Context: an optimization exercise on an open-source flow, tuned for small area, a short achievable clock period and few clock cycles per item. The choices shown serve that exercise and are no tape-out recipe. No functional check of the RTL was part of this run.

==> flow/design.v <==
module aes_sbox_p1 (input wire [7:0] u, output wire [3:0] m);
  wire U0 = u[7];
  wire U1 = u[6];
  wire U2 = u[5];
  wire U3 = u[4];
  wire U4 = u[3];
  wire U5 = u[2];
  wire U6 = u[1];
  wire U7 = u[0];
  wire T1, T2, T3, T4, T5, T6, T7, T8, T9, T10, T11, T12, T13, T14, T15, T16, T17, T18, T19, T20, T21, T22, T23, T24, T25, T26, T27, M1, M2, M3, M4, M5, M6, M7, M8, M9, M10, M11, M12, M13, M14, M15, M16, M17, M18, M19, M20, M21, M22, M23, M24, M25, M26, M27, M28, M29, M30, M31, M32, M33, M34, M35, M36, M37, M38, M39, M40;
  g_xor2 g0 (.a(U0), .b(U3), .y(T1));
  g_xor2 g1 (.a(U0), .b(U5), .y(T2));
  g_xor2 g2 (.a(U0), .b(U6), .y(T3));
  g_xor2 g3 (.a(U3), .b(U5), .y(T4));
  g_xor2 g4 (.a(U4), .b(U6), .y(T5));
  g_xor2 g5 (.a(T1), .b(T5), .y(T6));
  g_xor2 g6 (.a(U1), .b(U2), .y(T7));
  g_xor2 g7 (.a(U7), .b(T6), .y(T8));
  g_xor2 g8 (.a(U7), .b(T7), .y(T9));
  g_xor2 g9 (.a(T6), .b(T7), .y(T10));
  g_xor2 g10 (.a(U1), .b(U5), .y(T11));
  g_xor2 g11 (.a(U2), .b(U5), .y(T12));
  g_xor2 g12 (.a(T3), .b(T4), .y(T13));
  g_xor2 g13 (.a(T6), .b(T11), .y(T14));
  g_xor2 g14 (.a(T5), .b(T11), .y(T15));
  g_xor2 g15 (.a(T5), .b(T12), .y(T16));
  g_xor2 g16 (.a(T9), .b(T16), .y(T17));
  g_xor2 g17 (.a(U3), .b(U7), .y(T18));
  g_xor2 g18 (.a(T7), .b(T18), .y(T19));
  g_xor2 g19 (.a(T1), .b(T19), .y(T20));
  g_xor2 g20 (.a(U6), .b(U7), .y(T21));
  g_xor2 g21 (.a(T7), .b(T21), .y(T22));
  g_xor2 g22 (.a(T2), .b(T22), .y(T23));
  g_xor2 g23 (.a(T2), .b(T10), .y(T24));
  g_xor2 g24 (.a(T20), .b(T17), .y(T25));
  g_xor2 g25 (.a(T3), .b(T16), .y(T26));
  g_xor2 g26 (.a(T1), .b(T12), .y(T27));
  g_nand2 g27 (.a(T13), .b(T6), .y(M1));
  g_nand2 g28 (.a(T23), .b(T8), .y(M2));
  g_xnor2 g29 (.a(T14), .b(M1), .y(M3));
  g_nand2 g30 (.a(T19), .b(U7), .y(M4));
  g_xor2 g31 (.a(M4), .b(M1), .y(M5));
  g_nand2 g32 (.a(T3), .b(T16), .y(M6));
  g_nand2 g33 (.a(T22), .b(T9), .y(M7));
  g_xnor2 g34 (.a(T26), .b(M6), .y(M8));
  g_nand2 g35 (.a(T20), .b(T17), .y(M9));
  g_xor2 g36 (.a(M9), .b(M6), .y(M10));
  g_nand2 g37 (.a(T1), .b(T15), .y(M11));
  g_nand2 g38 (.a(T4), .b(T27), .y(M12));
  g_xor2 g39 (.a(M12), .b(M11), .y(M13));
  g_nand2 g40 (.a(T2), .b(T10), .y(M14));
  g_xor2 g41 (.a(M14), .b(M11), .y(M15));
  g_xnor2 g42 (.a(M3), .b(M2), .y(M16));
  g_xor2 g43 (.a(M5), .b(T24), .y(M17));
  g_xnor2 g44 (.a(M8), .b(M7), .y(M18));
  g_xor2 g45 (.a(M10), .b(M15), .y(M19));
  g_xor2 g46 (.a(M16), .b(M13), .y(M20));
  g_xor2 g47 (.a(M17), .b(M15), .y(M21));
  g_xor2 g48 (.a(M18), .b(M13), .y(M22));
  g_xor2 g49 (.a(M19), .b(T25), .y(M23));
  g_xnor2 g50 (.a(M22), .b(M23), .y(M24));
  g_nand2 g51 (.a(M22), .b(M20), .y(M25));
  g_xor2 g52 (.a(M21), .b(M25), .y(M26));
  g_xnor2 g53 (.a(M20), .b(M21), .y(M27));
  g_xor2 g54 (.a(M23), .b(M25), .y(M28));
  g_nor2 g55 (.a(M28), .b(M27), .y(M29));
  g_nor2 g56 (.a(M26), .b(M24), .y(M30));
  g_nand2 g57 (.a(M20), .b(M23), .y(M31));
  g_nor2 g58 (.a(M27), .b(M31), .y(M32));
  g_xor2 g59 (.a(M27), .b(M25), .y(M33));
  g_nand2 g60 (.a(M21), .b(M22), .y(M34));
  g_nor2 g61 (.a(M24), .b(M34), .y(M35));
  g_xor2 g62 (.a(M24), .b(M25), .y(M36));
  g_xor2 g63 (.a(M21), .b(M29), .y(M37));
  g_xor2 g64 (.a(M32), .b(M33), .y(M38));
  g_xor2 g65 (.a(M23), .b(M30), .y(M39));
  g_xor2 g66 (.a(M35), .b(M36), .y(M40));
  assign m = {M37, M38, M39, M40};
endmodule
module aes_sbox_p2 (input wire [7:0] u, input wire [3:0] m, output wire [7:0] y);
  wire U0 = u[7];
  wire U1 = u[6];
  wire U2 = u[5];
  wire U3 = u[4];
  wire U4 = u[3];
  wire U5 = u[2];
  wire U6 = u[1];
  wire U7 = u[0];
  wire M37 = m[3];
  wire M38 = m[2];
  wire M39 = m[1];
  wire M40 = m[0];
  wire T1, T2, T3, T4, T5, T6, T7, T8, T9, T10, T11, T12, T13, T15, T16, T17, T18, T19, T20, T21, T22, T23, T27, M41, M42, M43, M44, M45, M46, M47, M48, M49, M50, M51, M52, M53, M54, M55, M56, M57, M58, M59, M60, M61, M62, M63, L0, L1, L2, L3, L4, L5, L6, L7, L8, L9, L10, L11, L12, L13, L14, L15, L16, L17, L18, L19, L20, L21, L22, L23, L24, L25, L26, L27, L28, L29, S0, S1, S2, S3, S4, S5, S6, S7;
  g_xor2 g0 (.a(U0), .b(U3), .y(T1));
  g_xor2 g1 (.a(U0), .b(U5), .y(T2));
  g_xor2 g2 (.a(U0), .b(U6), .y(T3));
  g_xor2 g3 (.a(U3), .b(U5), .y(T4));
  g_xor2 g4 (.a(U4), .b(U6), .y(T5));
  g_xor2 g5 (.a(T1), .b(T5), .y(T6));
  g_xor2 g6 (.a(U1), .b(U2), .y(T7));
  g_xor2 g7 (.a(U7), .b(T6), .y(T8));
  g_xor2 g8 (.a(U7), .b(T7), .y(T9));
  g_xor2 g9 (.a(T6), .b(T7), .y(T10));
  g_xor2 g10 (.a(U1), .b(U5), .y(T11));
  g_xor2 g11 (.a(U2), .b(U5), .y(T12));
  g_xor2 g12 (.a(T3), .b(T4), .y(T13));
  g_xor2 g13 (.a(T5), .b(T11), .y(T15));
  g_xor2 g14 (.a(T5), .b(T12), .y(T16));
  g_xor2 g15 (.a(T9), .b(T16), .y(T17));
  g_xor2 g16 (.a(U3), .b(U7), .y(T18));
  g_xor2 g17 (.a(T7), .b(T18), .y(T19));
  g_xor2 g18 (.a(T1), .b(T19), .y(T20));
  g_xor2 g19 (.a(U6), .b(U7), .y(T21));
  g_xor2 g20 (.a(T7), .b(T21), .y(T22));
  g_xor2 g21 (.a(T2), .b(T22), .y(T23));
  g_xor2 g22 (.a(T1), .b(T12), .y(T27));
  g_xor2 g23 (.a(M38), .b(M40), .y(M41));
  g_xor2 g24 (.a(M37), .b(M39), .y(M42));
  g_xor2 g25 (.a(M37), .b(M38), .y(M43));
  g_xor2 g26 (.a(M39), .b(M40), .y(M44));
  g_xor2 g27 (.a(M42), .b(M41), .y(M45));
  g_nand2 g28 (.a(M44), .b(T6), .y(M46));
  g_nand2 g29 (.a(M40), .b(T8), .y(M47));
  g_nand2 g30 (.a(M39), .b(U7), .y(M48));
  g_nand2 g31 (.a(M43), .b(T16), .y(M49));
  g_nand2 g32 (.a(M38), .b(T9), .y(M50));
  g_nand2 g33 (.a(M37), .b(T17), .y(M51));
  g_nand2 g34 (.a(M42), .b(T15), .y(M52));
  g_nand2 g35 (.a(M45), .b(T27), .y(M53));
  g_nand2 g36 (.a(M41), .b(T10), .y(M54));
  g_nand2 g37 (.a(M44), .b(T13), .y(M55));
  g_nand2 g38 (.a(M40), .b(T23), .y(M56));
  g_nand2 g39 (.a(M39), .b(T19), .y(M57));
  g_nand2 g40 (.a(M43), .b(T3), .y(M58));
  g_nand2 g41 (.a(M38), .b(T22), .y(M59));
  g_nand2 g42 (.a(M37), .b(T20), .y(M60));
  g_nand2 g43 (.a(M42), .b(T1), .y(M61));
  g_nand2 g44 (.a(M45), .b(T4), .y(M62));
  g_nand2 g45 (.a(M41), .b(T2), .y(M63));
  g_xor2 g46 (.a(M61), .b(M62), .y(L0));
  g_xor2 g47 (.a(M50), .b(M56), .y(L1));
  g_xor2 g48 (.a(M46), .b(M48), .y(L2));
  g_xor2 g49 (.a(M47), .b(M55), .y(L3));
  g_xor2 g50 (.a(M54), .b(M58), .y(L4));
  g_xor2 g51 (.a(M49), .b(M61), .y(L5));
  g_xnor2 g52 (.a(M62), .b(L5), .y(L6));
  g_xnor2 g53 (.a(M46), .b(L3), .y(L7));
  g_xor2 g54 (.a(M51), .b(M59), .y(L8));
  g_xor2 g55 (.a(M52), .b(M53), .y(L9));
  g_xnor2 g56 (.a(M53), .b(L4), .y(L10));
  g_xnor2 g57 (.a(M60), .b(L2), .y(L11));
  g_xor2 g58 (.a(M48), .b(M51), .y(L12));
  g_xnor2 g59 (.a(M50), .b(L0), .y(L13));
  g_xor2 g60 (.a(M52), .b(M61), .y(L14));
  g_xnor2 g61 (.a(M55), .b(L1), .y(L15));
  g_xnor2 g62 (.a(M56), .b(L0), .y(L16));
  g_xnor2 g63 (.a(M57), .b(L1), .y(L17));
  g_xnor2 g64 (.a(M58), .b(L8), .y(L18));
  g_xnor2 g65 (.a(M63), .b(L4), .y(L19));
  g_xor2 g66 (.a(L0), .b(L1), .y(L20));
  g_xor2 g67 (.a(L1), .b(L7), .y(L21));
  g_xor2 g68 (.a(L3), .b(L12), .y(L22));
  g_xor2 g69 (.a(L18), .b(L2), .y(L23));
  g_xor2 g70 (.a(L15), .b(L9), .y(L24));
  g_xor2 g71 (.a(L6), .b(L10), .y(L25));
  g_xor2 g72 (.a(L7), .b(L9), .y(L26));
  g_xor2 g73 (.a(L8), .b(L10), .y(L27));
  g_xor2 g74 (.a(L11), .b(L14), .y(L28));
  g_xor2 g75 (.a(L11), .b(L17), .y(L29));
  g_xor2 g76 (.a(L6), .b(L24), .y(S0));
  g_xnor2 g77 (.a(L16), .b(L26), .y(S1));
  g_xnor2 g78 (.a(L19), .b(L28), .y(S2));
  g_xor2 g79 (.a(L6), .b(L21), .y(S3));
  g_xor2 g80 (.a(L20), .b(L22), .y(S4));
  g_xor2 g81 (.a(L25), .b(L29), .y(S5));
  g_xnor2 g82 (.a(L13), .b(L27), .y(S6));
  g_xnor2 g83 (.a(L6), .b(L23), .y(S7));
  assign y = {S0, S1, S2, S3, S4, S5, S6, S7};
endmodule
module g_xor2 (input wire a, input wire b, output wire y);
  assign y = a ^ b;
endmodule
module g_xnor2 (input wire a, input wire b, output wire y);
  assign y = ~(a ^ b);
endmodule
module g_nand2 (input wire a, input wire b, output wire y);
  assign y = ~(a & b);
endmodule
module g_nor2 (input wire a, input wire b, output wire y);
  assign y = ~(a | b);
endmodule
module g_mux2 (input wire a, input wire b, input wire s, output wire y);
  assign y = s ? b : a;
endmodule
module aes_mixcol (
    input  wire [31:0] a,
    output wire [31:0] y
);
  wire [7:0] ab [0:3];
  wire [7:0] t  [0:3];    
  wire [7:0] u  [0:3];    
  genvar k, b;
  generate
    for (k = 0; k < 4; k = k + 1) begin : g_col
      assign ab[k] = a[31-8*k -: 8];
    end
    for (k = 0; k < 4; k = k + 1) begin : g_byte
      wire [2:0] xr;
      for (b = 0; b < 8; b = b + 1) begin : g_bit
        g_xor2 x_t (.a(ab[k][b]), .b(ab[(k+1)%4][b]), .y(t[k][b]));
      end
      for (b = 0; b < 8; b = b + 1) begin : g_bit2
        g_xor2 x_u (.a(ab[(k+1)%4][b]), .b(t[(k+2)%4][b]), .y(u[k][b]));
      end
      g_xor2 x_r1 (.a(t[k][0]), .b(t[k][7]), .y(xr[0]));
      g_xor2 x_r3 (.a(t[k][2]), .b(t[k][7]), .y(xr[1]));
      g_xor2 x_r4 (.a(t[k][3]), .b(t[k][7]), .y(xr[2]));
      g_xor2 x_y0 (.a(u[k][0]), .b(t[k][7]), .y(y[31-8*k-7]));
      g_xor2 x_y1 (.a(u[k][1]), .b(xr[0]),   .y(y[31-8*k-6]));
      g_xor2 x_y2 (.a(u[k][2]), .b(t[k][1]), .y(y[31-8*k-5]));
      g_xor2 x_y3 (.a(u[k][3]), .b(xr[1]),   .y(y[31-8*k-4]));
      g_xor2 x_y4 (.a(u[k][4]), .b(xr[2]),   .y(y[31-8*k-3]));
      g_xor2 x_y5 (.a(u[k][5]), .b(t[k][4]), .y(y[31-8*k-2]));
      g_xor2 x_y6 (.a(u[k][6]), .b(t[k][5]), .y(y[31-8*k-1]));
      g_xor2 x_y7 (.a(u[k][7]), .b(t[k][6]), .y(y[31-8*k-0]));
    end
  endgenerate
endmodule
module vec_xor #(parameter W = 8) (
    input  wire [W-1:0] a,
    input  wire [W-1:0] b,
    output wire [W-1:0] y
);
  genvar i;
  generate
    for (i = 0; i < W; i = i + 1) begin : g
      g_xor2 x (.a(a[i]), .b(b[i]), .y(y[i]));
    end
  endgenerate
endmodule
module vec_mux #(parameter W = 8) (
    input  wire [W-1:0] a,
    input  wire [W-1:0] b,
    input  wire         s,
    output wire [W-1:0] y
);
  genvar i;
  generate
    for (i = 0; i < W; i = i + 1) begin : g
      g_mux2 m (.a(a[i]), .b(b[i]), .s(s), .y(y[i]));
    end
  endgenerate
endmodule
module aes_key_step (
    input  wire [255:0] window,
    input  wire [31:0]  sub,
    input  wire [3:0]   round,
    output wire [255:0] next_window
);
  wire        rot = round[0];
  wire [7:0]  rcon;
  wire [31:0] temp;
  wire [31:0] w0, w1, w2, w3;
  wire [31:0] x0r, x01r, x23;
  genvar k;
  generate
    for (k = 0; k < 7; k = k + 1) begin : g_rcon
      assign rcon[k] = rot & (round[3:1] == k);
    end
  endgenerate
  assign rcon[7] = 1'b0;
  vec_mux #(32) u_rot (.a(sub), .b({sub[23:0], sub[31:24]}), .s(rot), .y(temp));
  vec_xor #(8)  u_x0r  (.a(window[255:248]), .b(rcon), .y(x0r[31:24]));
  assign x0r[23:0] = window[247:224];
  vec_xor #(32) u_x01r (.a(x0r), .b(window[223:192]), .y(x01r));
  vec_xor #(32) u_x23  (.a(window[191:160]), .b(window[159:128]), .y(x23));
  vec_xor #(32) u_w0 (.a(x0r),  .b(temp), .y(w0));
  vec_xor #(32) u_w1 (.a(x01r), .b(temp), .y(w1));
  vec_xor #(32) u_w2 (.a(window[191:160]), .b(w1), .y(w2));
  vec_xor #(32) u_w3 (.a(x23),  .b(w1), .y(w3));
  assign next_window = {window[127:0], w0, w1, w2, w3};
endmodule
module aes256_enc (
    input  wire         clk,
    input  wire         rst,
    input  wire         in_valid,
    output wire         in_ready,
    input  wire [255:0] in_key,
    input  wire [127:0] in_block,
    output wire         out_valid,
    output wire [127:0] out_block
);
  reg [127:0] a_state;
  reg [255:0] a_key;
  reg         a_valid;
  reg  [3:0]  a_round;
  reg [127:0] b_u;
  reg  [63:0] b_m;
  reg [255:0] b_key;
  reg  [15:0] b_km;
  reg         b_valid;
  reg  [3:0]  b_round;
  reg [127:0] out_q;
  reg         out_valid_q;
  reg         in_ready_q;     
  wire [127:0] x;
  wire  [63:0] m;
  wire  [15:0] km;
  vec_xor #(128) u_ark (.a(a_state), .b(a_key[255:128]), .y(x));
  genvar i;
  generate
    for (i = 0; i < 16; i = i + 1) begin : g_s1
      aes_sbox_p1 u_p1 (.u(x[127-8*i -: 8]), .m(m[63-4*i -: 4]));
    end
    for (i = 0; i < 4; i = i + 1) begin : g_k1
      aes_sbox_p1 u_p1 (.u(a_key[31-8*i -: 8]), .m(km[15-4*i -: 4]));
    end
  endgenerate
  wire [7:0]   sb [0:15];
  wire [127:0] shifted;
  wire [127:0] mixed;
  wire [127:0] result;
  wire [31:0]  ksub;
  wire [255:0] key_next;
  generate
    for (i = 0; i < 16; i = i + 1) begin : g_s2
      aes_sbox_p2 u_p2 (.u(b_u[127-8*i -: 8]), .m(b_m[63-4*i -: 4]), .y(sb[i]));
      assign shifted[127-8*i -: 8] = sb[(i + 4 * (i % 4)) % 16];
    end
    for (i = 0; i < 4; i = i + 1) begin : g_k2
      aes_sbox_p2 u_p2 (.u(b_key[31-8*i -: 8]), .m(b_km[15-4*i -: 4]),
                        .y(ksub[31-8*i -: 8]));
      aes_mixcol u_mc (.a(shifted[127-32*i -: 32]), .y(mixed[127-32*i -: 32]));
    end
  endgenerate
  vec_xor #(128) u_final (.a(shifted), .b(b_key[127:0]), .y(result));
  aes_key_step u_key_step (
      .window     (b_key),
      .sub        (ksub),
      .round      (b_round),
      .next_window(key_next)
  );
  wire b_last = (b_round == 4'd14);
  wire [127:0] a_state_d;
  wire [255:0] a_key_d;
  vec_mux #(128) u_mux_s (.a(mixed),    .b(in_block), .s(in_ready_q), .y(a_state_d));
  vec_mux #(256) u_mux_k (.a(key_next), .b(in_key),   .s(in_ready_q), .y(a_key_d));
  assign in_ready  = in_ready_q;
  assign out_valid = out_valid_q;
  assign out_block = out_q;
  always @(posedge clk) begin
    b_u     <= x;
    b_m     <= m;
    b_key   <= a_key;
    b_km    <= km;
    b_round <= a_round;
    a_state <= a_state_d;
    a_key   <= a_key_d;
    a_round <= in_ready_q ? 4'd1 : b_round + 4'd1;
    out_q   <= result;
    if (rst) begin
      a_valid     <= 1'b0;
      b_valid     <= 1'b0;
      out_valid_q <= 1'b0;
      in_ready_q  <= 1'b1;
    end else begin
      a_valid     <= in_ready_q ? in_valid : b_valid;
      b_valid     <= a_valid;
      out_valid_q <= b_valid && b_last;
      in_ready_q  <= !a_valid || (a_round == 4'd14);
    end
  end
endmodule
==> flow/run.sh <==
#!/bin/bash
# synth_recipe.tcl (not shown) runs the flow's synth.tcl, then flattens the netlist and writes it again
# the make line also repeats each setting of config.mk as NAME=value (left out here)
make -C /OpenROAD-flow-scripts/flow DESIGN_CONFIG=/design/flow/config.mk WORK_HOME=/design/flow/orfs CLKGATE_MAP_FILE= SYNTH_SCRIPT=/design/flow/synth_recipe.tcl finish
==> flow/config.mk <==
export PLATFORM = sky130hd
export DESIGN_NAME = aes256_enc
export DESIGN_NICKNAME = aes256_enc
export VERILOG_FILES = /design/flow/design.v
export SDC_FILE = /design/flow/constraint.sdc
export NUM_CORES = 4
export LEC_CHECK = 0
export CAP_MARGIN = 20
export CELL_PAD_IN_SITES_DETAIL_PLACEMENT = 1
export CELL_PAD_IN_SITES_GLOBAL_PLACEMENT = 1
export CORE_MARGIN = 2
export CORE_UTILIZATION = 45
export PLACE_DENSITY = 0.55
export SETUP_SLACK_MARGIN = 5
export SLEW_MARGIN = 20
export SYNTH_HIERARCHICAL = 1
export SYNTH_MINIMUM_KEEP_SIZE = 0
==> flow/constraint.sdc <==
create_clock -name core_clock -period 9.0 [get_ports {clk}]
set_input_delay 1.8000 -clock core_clock [delete_from_list [all_inputs] [get_ports {clk}]]
set_output_delay 1.8000 -clock core_clock [all_outputs]
set_load 0.01 [all_outputs]
==> results.py <==
metrics = {
    "status": {
        "status": "timing/DRC/antenna clean",
    },
    "clock_tree": {
        "cts_tree": "done",
        "max-clock-path-buffers": 3,
        "cts-buffers-inserted": 110,
        "worstSkewPairLatency_ps": 740,
        "cts_num_sinks": 988,
        "htree_levels": 3,
        "ctsRootBufferMaster": "clkbuf_16",
        "clk_pin_slew_ps": 60,
        "holdBufCountCts": 0,
    },
    "drt": {
        "num_vias": 36601,
        "wire_per_inst_um": 24.5,
        "first_pass_iters": 5,
        "via_per_inst": 4.65,
        "ant_nets": 0,
        "drc": 0,
        "drt_wl_total_um": 193000,
        "drt_iter0_markers": 1776,
    },
    "placed_design": {
        "place_hpwl_um": 160000,
        "finalWeightedCongestion": 0.900,
        "port_buffers": 516,
    },
    "synth": {
        "yosysSeqAreaShare": 0.331,
        "synth_area_per_cell_sq_um": 10.5,
        "yosys.area.top_type_share": 0.414,
        "synthesis.area_sq_um": 59800,
        "syn_inst": 5706,
        "synth_area_leader_cell": "xor2_1",
        "synth_seq_cells": 988,
        "synth.area.top_cells": "xor2_1, dfxtp_1, mux2_4",
        "synth_fp_nets": 6095,
        "ys_warn_count": 8,
        "synth_cell_types": 19,
    },
    "die": {
        "io-pin-count": 517,
        "die_height_um": 369,
        "rows": 133,
        "coreArea_sq_um": 132000,
        "die_x_um": 369,
        "initial_core_util": 0.454,
        "dieArea_sq_um": 136000,
    },
    "cells_and_area": {
        "drive_gt1_frac": 0.142,
        "nFillCells": 14068,
        "fin_util": 0.536,
        "areaGrowthSynthToFinish_pct": 18.0,
        "final_nets": 6409,
    },
    "global_routing": {
        "track_usage": 0.278,
        "antenna_found_initial": 2,
        "grt_max_degree": 49,
        "grt_pass1_vias": 39187,
        "grt_first_pass_wirelength_um": 274000,
        "overflow": 0,
    },
    "worst_setup_path": {
        "worstPathArrival_ps": 4510,
        "start_kind": "register",
        "critPathKind": "register to register",
        "endpoint_kind": "register",
        "cp_data_required_time_ps": 9610,
        "crit_fanout": 4,
    },
    "sta": {
        "maxSlewViolCount": 0,
        "hold_violations": 0,
        "setup_viol": 0,
        "tightest_slew_ps": 1020,
        "fin_crit_sh": 0.434,
        "slew_headroom": 0.317,
        "fin_tns_setup_ps": 0,
        "min_period_ps": 3900,
        "timing.fmax_mhz": 256,
        "skew_ps": 32.6,
        "rsz0062_at_grt": "yes",
    },
    "job": {
        "maxCapViolCount": 0,
    },
    "hold_path": {
        "hold_path.class": "register to register",
    },
}
==> kinds of logic after synthesis <==
kind of cell / synth area share
fa+ha+maj: 0.000418
mux: 0.105
other cells: 0.0000627
xor+xnor: 0.473
buf+inv: 0.0462
simple gates: 0.0452
flops: 0.331
==> Yosys stat by module (local to each module, per instance), a selection <==
| module | times used | cells inside | flops+latches |
|---|---|---|---|
| aes256_enc | 1 | 1006 | 988 |
| aes_key_step | 1 | 136 | 0 |
| aes_sbox_p2 | 20 | 8 | 0 |
| aes_sbox_p1 | 20 | 4 | 0 |
| g_mux2 | 416 | 1 | 0 |
| g_xnor2 | 400 | 1 | 0 |
| g_xor2 | 2828 | 1 | 0 |
| g_nand2 | 600 | 1 | 0 |
| g_nor2 | 80 | 1 | 0 |
==> cells in the final DEF, fill, tap and decap left out, types with 11 or more instances in the layout <==
| cell type | Yosys | routed |
|---|---|---|
| buf_4 | 368 | 50 |
| xor2_2 | 0 | 123 |
| clkinvlp_4 | 0 | 11 |
| mux2_4 | 417 | 417 |
| xnor2_1 | 401 | 353 |
| dfxtp_1 | 988 | 980 |
| clkinv_2 | 0 | 16 |
| xor2_1 | 2828 | 2682 |
| xor2_4 | 0 | 23 |
| nand2_1 | 601 | 601 |
| clkbuf_1 | 0 | 14 |
| bufinv_16 | 0 | 21 |
| clkbuf_8 | 0 | 17 |
| clkdlybuf4s50_1 | 0 | 516 |
| xnor2_2 | 0 | 46 |
| clkbuf_16 | 0 | 110 |
| nor2_1 | 85 | 85 |
==> critical path, cell delays in order (launching register included) <==
cell	delay (ps)
dfxtp_1	510
xor2_4	300
xor2_1	270
xor2_1	190
nand2_1	150
xor2_2	350
xor2_1	210
xor2_1	340
mux2_4	290
xor2_2	670
xor2_1	190
mux2_4	310
==> sequential cells by signal, indices dropped and copies added, names as in the netlist, 16 cells and up <==
signal   cells
a_key      256
a_state    128
b_key      256
b_km        16
b_m         64
b_u        128
out_q      128
==> Yosys cell counts <==
master / instances
xor2_1: 2828
dfxtp_1: 988
nand2_1: 601
mux2_4: 417
xnor2_1: 401
buf_4: 368
nor2_1: 85
and4b_2: 3
and4bb_2: 3
ha_1: 2
nor2b_1: 2
conb_1: 1
inv_1: 1
mux2i_1: 1
nand2b_1: 1
nand3_2: 1
nand4_1: 1
nand4b_1: 1
nor4b_2: 1
==> metal layers <==
metal,track usage,part of all wire
met5,0,0
met4,0.0790,0.028
met3,0.0311,0.034
met2,0.478,0.48
met1,0.365,0.45
==> timing repair <==
item,in CTS,in global routing
pin swaps,1,11
endpoints found under the setup margin,142,188
resized for setup,70,143
setup buffers,5,19
==> path summary, 6_finish.rpt <==
| check | start | to | slack [ps] | depth (start not counted) |
|---|---|---|---|---|
| max | b_key[29] | a_key[27] | 5100 | 11 |
| min | a_key[91] | b_key[91] | 320 | 0 |
| min reg2reg | a_key[91] | b_key[91] | 320 | 0 |
| max reg2reg | b_key[29] | a_key[27] | 5100 | 11 |
==> final cells by class <==
cell class	count	area, sq um	area share
well taps	1755	2200	0.0311
inverters	1	3.75	0.0000531
flip-flops and latches	988	19800	0.280
diodes	1	2.50	0.0000354
clock buffers	141	3040	0.0430
multi-input cells	4349	39000	0.553
clock inverters	61	957	0.0136
repair buffers	570	5610	0.0795
==> metrics by stage <==
| step | setup WS (ps) | cells | area, sq um | hold slack, ps |
|---|---|---|---|---|
| after global routing | 4890 | 7865 | 70600 | 327 |
| after floorplan | 2860 | 5706 | 59800 | 310 |
| after global placement | 3850 | 7637 | 64700 | 310 |
| after detailed placement | 4430 | 7639 | 64700 | 313 |
| after CTS | 4880 | 7846 | 69400 | 322 |
| final | 5100 | 7866 | 70600 | 321 |

## port drivers added, routing unchanged
No port has a modelled driver above. Below, the same layout with a new extraction and two added sets of constraints.
Step 1 assumes that a clkbuf_16 drives the clock port and a buf_2 every other input.
Step 2 also shifts input and output timing later by t, the mid clock arrival at the registers, as if the neighbouring blocks saw the same clock.
a / b / c = ideal ports / drivers / drivers and shift; a / b = the first two.
t, ns: 0.807
setup slack, ns: 5.096 / 5.096 / 5.096
worst setup path at the end: register to register
After both steps setup and hold are still met in this run. For this run, drivers alone change the setup slack by 0.000 ns; drivers and shift together by 0.000 ns.
